This is an optimization exercise on Yosys and OpenROAD, whose aim is small area, a short achievable clock period and few clock cycles per item, not a production implementation. Only the layout flow was run in this run; the RTL was not checked for function there.

## flow/run.sh

```bash
#!/bin/bash
# synth_recipe.tcl (not shown) runs the flow's synth.tcl, then flattens the netlist and writes it again
# the make line also repeats each setting of config.mk as NAME=value (left out here)
make -C /OpenROAD-flow-scripts/flow DESIGN_CONFIG=/design/flow/config.mk WORK_HOME=/design/flow/orfs CLKGATE_MAP_FILE= SYNTH_SCRIPT=/design/flow/synth_recipe.tcl finish
```

## flow/config.mk

```make
export PLATFORM = sky130hd
export DESIGN_NAME = kw_unwrap
export DESIGN_NICKNAME = kw_unwrap
export VERILOG_FILES = /design/flow/design.v
export SDC_FILE = /design/flow/constraint.sdc
export NUM_CORES = 8
export LEC_CHECK = 0
export CAP_MARGIN = 20
export CELL_PAD_IN_SITES_DETAIL_PLACEMENT = 1
export CELL_PAD_IN_SITES_GLOBAL_PLACEMENT = 2
export CORE_MARGIN = 2
export CORE_UTILIZATION = 30
export PLACE_DENSITY = 0.5
export SLEW_MARGIN = 20
```

## flow/constraint.sdc

```tcl
create_clock -name core_clock -period 12.0 [get_ports {clk}]
set_input_delay 2.4000 -clock core_clock [delete_from_list [all_inputs] [get_ports {clk}]]
set_output_delay 2.4000 -clock core_clock [all_outputs]
set_load 0.01 [all_outputs]
```

## flow/design.v

```verilog
module aes_sbox (
    input  wire [7:0] a,
    output wire [7:0] y
);
    function [1:0] m4(input [1:0] a, input [1:0] b);
        m4 = {(a[1]&b[1])^(a[1]&b[0])^(a[0]&b[1]), (a[1]&b[1])^(a[0]&b[0])};
    endfunction
    function [1:0] sq4(input [1:0] a);   
        sq4 = {a[1], a[1]^a[0]};
    endfunction
    function [1:0] mphi(input [1:0] a);  
        mphi = {a[0]^a[1], a[1]};
    endfunction
    function [3:0] m16(input [3:0] a, input [3:0] b);
        reg [1:0] hh;
        begin
            hh = m4(a[3:2], b[3:2]);
            m16 = {hh ^ m4(a[3:2], b[1:0]) ^ m4(a[1:0], b[3:2]), mphi(hh) ^ m4(a[1:0], b[1:0])};
        end
    endfunction
    function [3:0] inv16(input [3:0] a);
        reg [1:0] d, di;
        begin
            d  = mphi(sq4(a[3:2])) ^ m4(a[3:2], a[1:0]) ^ sq4(a[1:0]);
            di = sq4(d);
            inv16 = {m4(a[3:2], di), m4(a[3:2] ^ a[1:0], di)};
        end
    endfunction
    function [3:0] sq16(input [3:0] a);
        sq16 = m16(a, a);
    endfunction
    function [3:0] mlam(input [3:0] a);
        mlam = m16(a, 4'd8);
    endfunction
    function [7:0] inv256(input [7:0] a);
        reg [3:0] d, di;
        begin
            d  = mlam(sq16(a[7:4])) ^ m16(a[7:4], a[3:0]) ^ sq16(a[3:0]);
            di = inv16(d);
            inv256 = {m16(a[7:4], di), m16(a[7:4] ^ a[3:0], di)};
        end
    endfunction
    wire [7:0] u, v;
    assign u[0] = a[0] ^ a[1];
    assign u[1] = a[2] ^ a[4] ^ a[5];
    assign u[2] = a[2] ^ a[3] ^ a[4] ^ a[7];
    assign u[3] = a[3] ^ a[5] ^ a[6];
    assign u[4] = a[4] ^ a[5] ^ a[6];
    assign u[5] = a[2] ^ a[3];
    assign u[6] = a[1] ^ a[2] ^ a[3] ^ a[4] ^ a[6] ^ a[7];
    assign u[7] = a[5] ^ a[7];
    assign v = inv256(u);
    assign y[0] = ~(v[0] ^ v[1] ^ v[3] ^ v[4] ^ v[6]);
    assign y[1] = ~(v[0] ^ v[2] ^ v[4] ^ v[5]);
    assign y[2] = v[0] ^ v[3] ^ v[5] ^ v[7];
    assign y[3] = v[0] ^ v[1] ^ v[3] ^ v[4] ^ v[7];
    assign y[4] = v[0] ^ v[1] ^ v[2] ^ v[3] ^ v[4] ^ v[5] ^ v[7];
    assign y[5] = ~(v[2] ^ v[4] ^ v[5] ^ v[6]);
    assign y[6] = ~(v[4] ^ v[5]);
    assign y[7] = v[2] ^ v[3] ^ v[5];
endmodule
module aes_inv_sbox (
    input  wire [7:0] a,
    output wire [7:0] y
);
    function [1:0] m4(input [1:0] a, input [1:0] b);
        m4 = {(a[1]&b[1])^(a[1]&b[0])^(a[0]&b[1]), (a[1]&b[1])^(a[0]&b[0])};
    endfunction
    function [1:0] sq4(input [1:0] a);   
        sq4 = {a[1], a[1]^a[0]};
    endfunction
    function [1:0] mphi(input [1:0] a);  
        mphi = {a[0]^a[1], a[1]};
    endfunction
    function [3:0] m16(input [3:0] a, input [3:0] b);
        reg [1:0] hh;
        begin
            hh = m4(a[3:2], b[3:2]);
            m16 = {hh ^ m4(a[3:2], b[1:0]) ^ m4(a[1:0], b[3:2]), mphi(hh) ^ m4(a[1:0], b[1:0])};
        end
    endfunction
    function [3:0] inv16(input [3:0] a);
        reg [1:0] d, di;
        begin
            d  = mphi(sq4(a[3:2])) ^ m4(a[3:2], a[1:0]) ^ sq4(a[1:0]);
            di = sq4(d);
            inv16 = {m4(a[3:2], di), m4(a[3:2] ^ a[1:0], di)};
        end
    endfunction
    function [3:0] sq16(input [3:0] a);
        sq16 = m16(a, a);
    endfunction
    function [3:0] mlam(input [3:0] a);
        mlam = m16(a, 4'd8);
    endfunction
    function [7:0] inv256(input [7:0] a);
        reg [3:0] d, di;
        begin
            d  = mlam(sq16(a[7:4])) ^ m16(a[7:4], a[3:0]) ^ sq16(a[3:0]);
            di = inv16(d);
            inv256 = {m16(a[7:4], di), m16(a[7:4] ^ a[3:0], di)};
        end
    endfunction
    wire [7:0] u, v;
    assign u[0] = ~(a[0] ^ a[2] ^ a[3] ^ a[5] ^ a[6] ^ a[7]);
    assign u[1] = ~(a[2] ^ a[3] ^ a[6]);
    assign u[2] = ~(a[0] ^ a[1] ^ a[2] ^ a[3] ^ a[5] ^ a[7]);
    assign u[3] = a[3] ^ a[4] ^ a[7];
    assign u[4] = a[0] ^ a[1] ^ a[2] ^ a[4] ^ a[5] ^ a[6] ^ a[7];
    assign u[5] = ~(a[0] ^ a[1] ^ a[2] ^ a[4] ^ a[5] ^ a[7]);
    assign u[6] = ~(a[0] ^ a[1] ^ a[2] ^ a[3] ^ a[6] ^ a[7]);
    assign u[7] = a[1] ^ a[2] ^ a[6] ^ a[7];
    assign v = inv256(u);
    assign y[0] = v[0] ^ v[4] ^ v[5] ^ v[6] ^ v[7];
    assign y[1] = v[4] ^ v[5] ^ v[6] ^ v[7];
    assign y[2] = v[1] ^ v[2] ^ v[5] ^ v[7];
    assign y[3] = v[1] ^ v[2] ^ v[7];
    assign y[4] = v[1] ^ v[2] ^ v[3] ^ v[4] ^ v[7];
    assign y[5] = v[1] ^ v[3] ^ v[4] ^ v[5];
    assign y[6] = v[2] ^ v[4] ^ v[5] ^ v[7];
    assign y[7] = v[1] ^ v[3] ^ v[4] ^ v[5] ^ v[7];
endmodule
module aes_inv_mixcol (
    input  wire [31:0] a,
    output wire [31:0] y
);
    wire [7:0] a0 = a[31:24];
    wire [7:0] a1 = a[23:16];
    wire [7:0] a2 = a[15:8];
    wire [7:0] a3 = a[7:0];
    wire [7:0] a0x2, a0x4, a0x8, a1x2, a1x4, a1x8, a2x2, a2x4, a2x8, a3x2, a3x4, a3x8;
    assign a0x2 = {a0[6:0], 1'b0}   ^ (a0[7]   ? 8'h1b : 8'h00);
    assign a0x4 = {a0x2[6:0], 1'b0} ^ (a0x2[7] ? 8'h1b : 8'h00);
    assign a0x8 = {a0x4[6:0], 1'b0} ^ (a0x4[7] ? 8'h1b : 8'h00);
    assign a1x2 = {a1[6:0], 1'b0}   ^ (a1[7]   ? 8'h1b : 8'h00);
    assign a1x4 = {a1x2[6:0], 1'b0} ^ (a1x2[7] ? 8'h1b : 8'h00);
    assign a1x8 = {a1x4[6:0], 1'b0} ^ (a1x4[7] ? 8'h1b : 8'h00);
    assign a2x2 = {a2[6:0], 1'b0}   ^ (a2[7]   ? 8'h1b : 8'h00);
    assign a2x4 = {a2x2[6:0], 1'b0} ^ (a2x2[7] ? 8'h1b : 8'h00);
    assign a2x8 = {a2x4[6:0], 1'b0} ^ (a2x4[7] ? 8'h1b : 8'h00);
    assign a3x2 = {a3[6:0], 1'b0}   ^ (a3[7]   ? 8'h1b : 8'h00);
    assign a3x4 = {a3x2[6:0], 1'b0} ^ (a3x2[7] ? 8'h1b : 8'h00);
    assign a3x8 = {a3x4[6:0], 1'b0} ^ (a3x4[7] ? 8'h1b : 8'h00);
    wire [7:0] a0x9  = a0x8 ^ a0,  a1x9  = a1x8 ^ a1,  a2x9  = a2x8 ^ a2,  a3x9  = a3x8 ^ a3;
    wire [7:0] a0x11 = a0x9 ^ a0x2, a1x11 = a1x9 ^ a1x2, a2x11 = a2x9 ^ a2x2, a3x11 = a3x9 ^ a3x2;
    wire [7:0] a0x13 = a0x9 ^ a0x4, a1x13 = a1x9 ^ a1x4, a2x13 = a2x9 ^ a2x4, a3x13 = a3x9 ^ a3x4;
    wire [7:0] a0x14 = a0x8 ^ a0x4 ^ a0x2, a1x14 = a1x8 ^ a1x4 ^ a1x2;
    wire [7:0] a2x14 = a2x8 ^ a2x4 ^ a2x2, a3x14 = a3x8 ^ a3x4 ^ a3x2;
    assign y[31:24] = a0x14 ^ a1x11 ^ a2x13 ^ a3x9;
    assign y[23:16] = a0x9  ^ a1x14 ^ a2x11 ^ a3x13;
    assign y[15:8]  = a0x13 ^ a1x9  ^ a2x14 ^ a3x11;
    assign y[7:0]   = a0x11 ^ a1x13 ^ a2x9  ^ a3x14;
endmodule
module kw_unwrap (
    input  wire         clk,
    input  wire         rst,
    input  wire         req_valid,
    output wire         req_ready,
    input  wire         req_kek,
    input  wire         req_long,
    input  wire [319:0] req_data,
    output wire         resp_valid,
    input  wire         resp_ready,
    output wire [255:0] resp_key,
    output wire         resp_ok
);
    localparam [63:0] IV = 64'hA6A6_A6A6_A6A6_A6A6;
    localparam [2:0] S_IDLE  = 3'd0,
                     S_KEXP  = 3'd1,
                     S_KDONE = 3'd2,
                     S_ROUND = 3'd3,
                     S_CLR   = 3'd4,
                     S_RESP  = 3'd5;
    reg  [2:0]   state;
    reg  [3:0]   rnd;        
    reg  [4:0]   t;          
    reg  [2:0]   idx;        
    reg          long_key;   
    reg          ok;
    reg  [255:0] kwin;       
    reg  [255:0] klast;      
    reg  [127:0] st;         
    reg  [63:0]  r1, r2, r3, r4;
    wire [127:0] rk14 = klast[127:0];
    wire        kfwd   = (state == S_KEXP);
    wire        ktype0 = kfwd ? ~rnd[0] : rnd[0];
    wire [2:0]  rci    = kfwd ? (rnd[3:1] + 3'd1) : rnd[3:1] + {2'd0, rnd[0]};
    wire [31:0] w_src  = kfwd ? kwin[31:0] : kwin[159:128];
    wire [31:0] sub_in = ktype0 ? {w_src[23:0], w_src[31:24]} : w_src;
    wire [31:0] sub_out;
    genvar g;
    generate
        for (g = 0; g < 4; g = g + 1) begin : g_ksbox
            aes_sbox u_sbox (.a(sub_in[8*g +: 8]), .y(sub_out[8*g +: 8]));
        end
    endgenerate
    reg [7:0] rcon;
    always @(*) begin
        case (rci)
            3'd1:    rcon = 8'h01;
            3'd2:    rcon = 8'h02;
            3'd3:    rcon = 8'h04;
            3'd4:    rcon = 8'h08;
            3'd5:    rcon = 8'h10;
            3'd6:    rcon = 8'h20;
            3'd7:    rcon = 8'h40;
            default: rcon = 8'h00;
        endcase
    end
    wire [31:0] ktemp = ktype0 ? (sub_out ^ {rcon, 24'h0}) : sub_out;
    wire [31:0] kw0 = kwin[255:224], kw1 = kwin[223:192], kw2 = kwin[191:160], kw3 = kwin[159:128];
    wire [31:0] kw4 = kwin[127:96],  kw5 = kwin[95:64],   kw6 = kwin[63:32],   kw7 = kwin[31:0];
    wire [31:0] f0 = kw0 ^ ktemp;
    wire [31:0] f1 = kw1 ^ f0;
    wire [31:0] f2 = kw2 ^ f1;
    wire [31:0] f3 = kw3 ^ f2;
    wire [255:0] kfwd_next = {kwin[127:0], f0, f1, f2, f3};
    wire [255:0] kbwd_next = {kw4 ^ ktemp, kw5 ^ kw4, kw6 ^ kw5, kw7 ^ kw6, kwin[255:128]};
    wire [127:0] isr;
    wire [127:0] isb;
    wire [127:0] ark;
    wire [127:0] imc;
    generate
        for (g = 0; g < 16; g = g + 1) begin : g_round
            localparam integer ROW = g % 4;
            localparam integer COL = g / 4;
            localparam integer SRC = ROW + 4 * ((COL + 4 - ROW) % 4);
            assign isr[127-8*g -: 8] = st[127-8*SRC -: 8];
            aes_inv_sbox u_isbox (.a(isr[127-8*g -: 8]), .y(isb[127-8*g -: 8]));
        end
        for (g = 0; g < 4; g = g + 1) begin : g_imc
            aes_inv_mixcol u_imc (.a(ark[127-32*g -: 32]), .y(imc[127-32*g -: 32]));
        end
    endgenerate
    assign ark = isb ^ kwin[255:128];
    wire       last_step = (t == 5'd1);
    wire [2:0] idx_next  = (idx == 3'd1) ? (long_key ? 3'd4 : 3'd2) : idx - 3'd1;
    reg  [63:0] r_next;
    always @(*) begin
        case (idx_next)
            3'd1:    r_next = r1;
            3'd2:    r_next = r2;
            3'd3:    r_next = r3;
            default: r_next = r4;
        endcase
    end
    wire [4:0]   t_next   = t - 5'd1;
    wire [127:0] blk_next = {ark[127:64] ^ {59'd0, t_next}, r_next} ^ rk14;
    wire         start    = (state == S_IDLE) && req_valid && !req_kek;
    wire [63:0]  c_n      = req_long ? req_data[63:0] : req_data[191:128];
    wire [4:0]   t_first  = req_long ? 5'd24 : 5'd12;
    wire [127:0] blk_first = {req_data[319:256] ^ {59'd0, t_first}, c_n} ^ rk14;
    always @(posedge clk) begin
        if (state == S_ROUND)
            st <= (rnd != 4'd0) ? imc : blk_next;
        else
            st <= blk_first;
        if (state == S_IDLE && req_valid && req_kek)
            kwin <= req_data[255:0];
        else if (state == S_KEXP)
            kwin <= kfwd_next;
        else if (state == S_ROUND && rnd != 4'd0)
            kwin <= kbwd_next;
        else
            kwin <= klast;
        if (state == S_KDONE)
            klast <= kwin;
    end
    always @(posedge clk) begin
        if (rst) begin
            state <= S_IDLE;
        end else begin
            case (state)
                S_IDLE: begin
                    if (req_valid) begin
                        if (req_kek) begin
                            rnd   <= 4'd0;
                            state <= S_KEXP;
                        end else begin
                            r1       <= req_data[255:192];
                            r2       <= req_data[191:128];
                            r3       <= req_long ? req_data[127:64] : 64'd0;
                            r4       <= req_long ? req_data[63:0] : 64'd0;
                            long_key <= req_long;
                            idx      <= req_long ? 3'd4 : 3'd2;
                            t        <= t_first;
                            rnd      <= 4'd13;
                            state    <= S_ROUND;
                        end
                    end
                end
                S_KEXP: begin
                    rnd <= rnd + 4'd1;
                    if (rnd == 4'd12)
                        state <= S_KDONE;
                end
                S_KDONE: begin
                    state <= S_IDLE;
                end
                S_ROUND: begin
                    if (rnd != 4'd0) begin
                        rnd <= rnd - 4'd1;
                    end else begin
                        case (idx)
                            3'd1:    r1 <= ark[63:0];
                            3'd2:    r2 <= ark[63:0];
                            3'd3:    r3 <= ark[63:0];
                            default: r4 <= ark[63:0];
                        endcase
                        t   <= t_next;
                        idx <= idx_next;
                        rnd <= 4'd13;
                        ok  <= (ark[127:64] == IV);
                        if (last_step)
                            state <= S_CLR;
                    end
                end
                S_CLR: begin
                    if (!ok) begin
                        r1 <= 64'd0;
                        r2 <= 64'd0;
                        r3 <= 64'd0;
                        r4 <= 64'd0;
                    end
                    state <= S_RESP;
                end
                S_RESP: begin
                    if (resp_ready)
                        state <= S_IDLE;
                end
                default: state <= S_IDLE;
            endcase
        end
    end
    assign req_ready  = (state == S_IDLE);
    assign resp_valid = (state == S_RESP);
    assign resp_ok    = ok;
    assign resp_key   = {r1, r2, r3, r4};
endmodule
```

==> summary.txt <==
## worst register-to-register path: cells and delay by family, from the launching register on
kind | cells | cell delay, ns
AOI/OAI and AO/OA | 4 | 2.04
xor gates and xnor gates | 17 | 5.89
adders and majority gates | 3 | 1.06
buffers and inverters | 2 | 0.64
DFF | 1 | 0.72
and+or+nand+nor | 3 | 0.72
## synthesized netlist by cell type (55+ instances only)
cell type,instances
clkbuf_1,529
a222oi_1,69
inv_1,229
o22ai_1,224
buf_1,58
xor2_1,609
o221ai_1,106
o21ai_0,560
dfxtp_1,387
a22oi_1,124
a221oi_1,106
o211ai_1,98
xnor2_2,94
a22o_1,62
and3_1,55
a21oi_1,539
ha_1,130
mux2i_1,233
nor2_1,1019
a211oi_1,109
a21o_1,292
xnor2_1,1717
edfxtp_1,526
xnor3_1,222
nor2b_1,65
a31oi_1,103
nand2b_1,91
or3_1,57
buf_2,125
nand2_1,947
nand3_1,194
and2_1,85
nor3_1,157
## worst paths after layout
path              from    endpoint  slack, ns  cells past startpoint
max             st[47]      st[98]       0.66                     29
min          kwin[255]  klast[255]       0.43                      0
max reg2reg     st[47]      st[98]       0.66                     29
min reg2reg  kwin[255]  klast[255]       0.43                      0
## repair_timing
action                                  in CTS  in global routing
resized for setup                            0                  1
hold buffers                                 0                  0
endpoints found under the setup margin       0                  1
## flip-flops by register name (all words and copies together), names as in the netlist
register / flops
kwin: 256
idx: 3
long_key: 1
r2: 64
r4: 64
r1: 64
r3: 64
klast: 256
ok: 1
t: 5
st: 128
rnd: 4
state: 3
## layout make-up
type / count / area share, %
antenna: 36 / 0.0807
clock buffer: 170 / 3.08
clock inverter: 58 / 0.634
inverter: 269 / 0.911
multi-input combinational: 9117 / 62.2
sequential: 913 / 21.1
tap: 4305 / 4.82
timing repair buffer: 861 / 7.18
## cell families after synthesis
group           Yosys count
buf+inv                1023
simple gates           2959
fa+ha+maj               150
xor+xnor               2777
flops                   913
compound gates         2894
mux                     337
## metal layers
layer	track usage (%)	vias to the layer above
met5	0	-
met1	43.8	46900
met3	4.68	638
li1	-	40200
met2	52.7	2962
met4	15.4	32
## through the flow
stage	instance area (um^2)	worst slack, ns
4_1_cts	112000	0.749
3_3_place_gp	107000	0.980
5_1_grt	112000	0.0164
6_report	112000	0.659
3_5_place_dp	107000	0.865
2_1_floorplan	96900	0.736
==> results.json <==
{
  "syn_avg_cell_area_um2": 8.76,
  "synth_fa_ha_area_share_pct": 1.89,
  "cp.required_ns": 12.59,
  "dr.pass1.iters": 7,
  "endpoint_kind": "flop",
  "critPathMaxFanout": 13,
  "h-tree-depth": 3,
  "cts_inserted_buffers": 120,
  "muxShareOfSynthArea_pct": 4.19,
  "timing.slew.headroom_pct": 18.6,
  "met1_length_mm": 244,
  "start_util_pct": 30.2,
  "layout_commonest_cell": "xnor2_1",
  "post-route-period-util_pct": 94.5,
  "final_cell_mix": "xnor2_1, nor2_1, nand2_1, xor2_1, clkdlybuf4s50_1",
  "hpwl_mm": 448,
  "drv_slew": 0,
  "crit_buf_inv": 2,
  "slowest_delay_ns": 0.83,
  "root_buffer": "clkbuf_16",
  "yosys.area_share.simple_pct": 13.9,
  "wl_met3_mm": 32.1,
  "syn_to_final_growth_pct": 15.3,
  "layout.nets": 11700,
  "num_io_pins": 585,
  "rsz0062_at_grt": "false",
  "post_cts_buffers": 0,
  "synthCells": 11100,
  "netlist_area_um2": 96900,
  "status": "complete, no violations",
  "synth_edf_count": 526,
  "cp_slowest_cell": "a21oi_1",
  "drive_gt1_share_pct": 8.38,
  "period_needed_ns": 11.34,
  "wire_per_inst_um": 35.5,
  "drcViolationCount": 0,
  "synthTopCellsByArea": "edfxtp_1, xnor2_1, dfxtp_1",
  "synth_top_family_by_area": "XOR/XNOR gates",
  "grt_pass1_vias": 89600,
  "place.gp.congestion": 0.953,
  "finalHoldViolations": 0,
  "post-place-cells": 15500,
  "grt_max_degree": 139,
  "crit_type": "reg -> reg",
  "grt_pass1_wl_mm": 759,
  "crit_family": "XOR/XNOR gates",
  "yosysTopAreaCellShare_pct": 16.3,
  "max_freq_mhz": 88.2,
  "core-area_um2": 321000,
  "synth_compound_area_share_pct": 20.5,
  "finalSetupTns_ns": 0,
  "fin_util_pct": 34.8,
  "multiInputGateArea_um2": 69500,
  "fill_cells": 37000,
  "die_w_um": 572,
  "cts_tree": "yes",
  "grt_util_all_layers_pct": 33.0,
  "synth-seq-cells": 913,
  "clkSinkCount": 913,
  "cp-start-kind": "flop",
  "routed_wl_mm": 559,
  "viasPerCell": 5.77,
  "cts.clk_slew.worst_paths_ns": 0.06,
  "cts_max_path_buffers": 3,
  "hold_path.class": "reg -> reg",
  "setup_viol": 0,
  "synth_xor_area_share_pct": 30.9,
  "yosysWarnings": 3,
  "skew_ns": 0.0636,
  "vias": 90700,
  "antenna_found_initial": 82,
  "drt_iter0_markers": 8636,
  "wl_met2_mm": 253,
  "hold_slack_ns": 0.430,
  "instances_no_fill": 15700,
  "ys.flop_type": "edfxtp_1",
  "crit_path_frequent_cell": "xnor2_1",
  "port_buffers": 584,
  "insertion_delay_ns": 0.84,
  "ant_nets": 0,
  "worst_pin_slew_ns": 1.22,
  "drv_cap": 0,
  "register_area_um2": 23500,
  "synth.distinct_cells": 132,
  "arrival_ns": 11.93,
  "ys_async_sr_fraction_pct": 0,
  "top_layer": "met5",
  "die-area_um2": 327000,
  "die_h_um": 572,
  "synth.largest_area_cell": "edfxtp_1",
  "fp-row-count": 208,
  "yosysSeqAreaShare_pct": 24.3,
  "syn-num-nets": 11500,
  "gr-total-overflow": 0
}

-- what the ideal ports hide --
How much do the figures lean on ideal ports? The routed layout below was timed once more, with nothing changed but the port constraints.
Step 1 (the two cells are an assumption about what drives the block):
set clk [get_ports {clk}]
set_driving_cell -lib_cell sky130_fd_sc_hd__clkbuf_16 $clk
set_driving_cell -lib_cell sky130_fd_sc_hd__buf_2 [delete_from_list [all_inputs] $clk]
Step 2 also shifts input and output timing later by t, the mid clock arrival at the registers, as if the neighbouring blocks saw the same clock.
Slacks: ideal / step 1 / step 2; pairs: ideal / step 1.
t (ns): 0.936
slack for setup (ns): 0.659 / 0.659 / 0.659
slew at the worst register clock pin (ns): 0.08 / 0.08
pins driven straight from the clock port: 1
After both steps this run still meets setup and hold. The setup slack of this run moves by 0.000 ns with the drivers and by 0.000 ns with both steps.
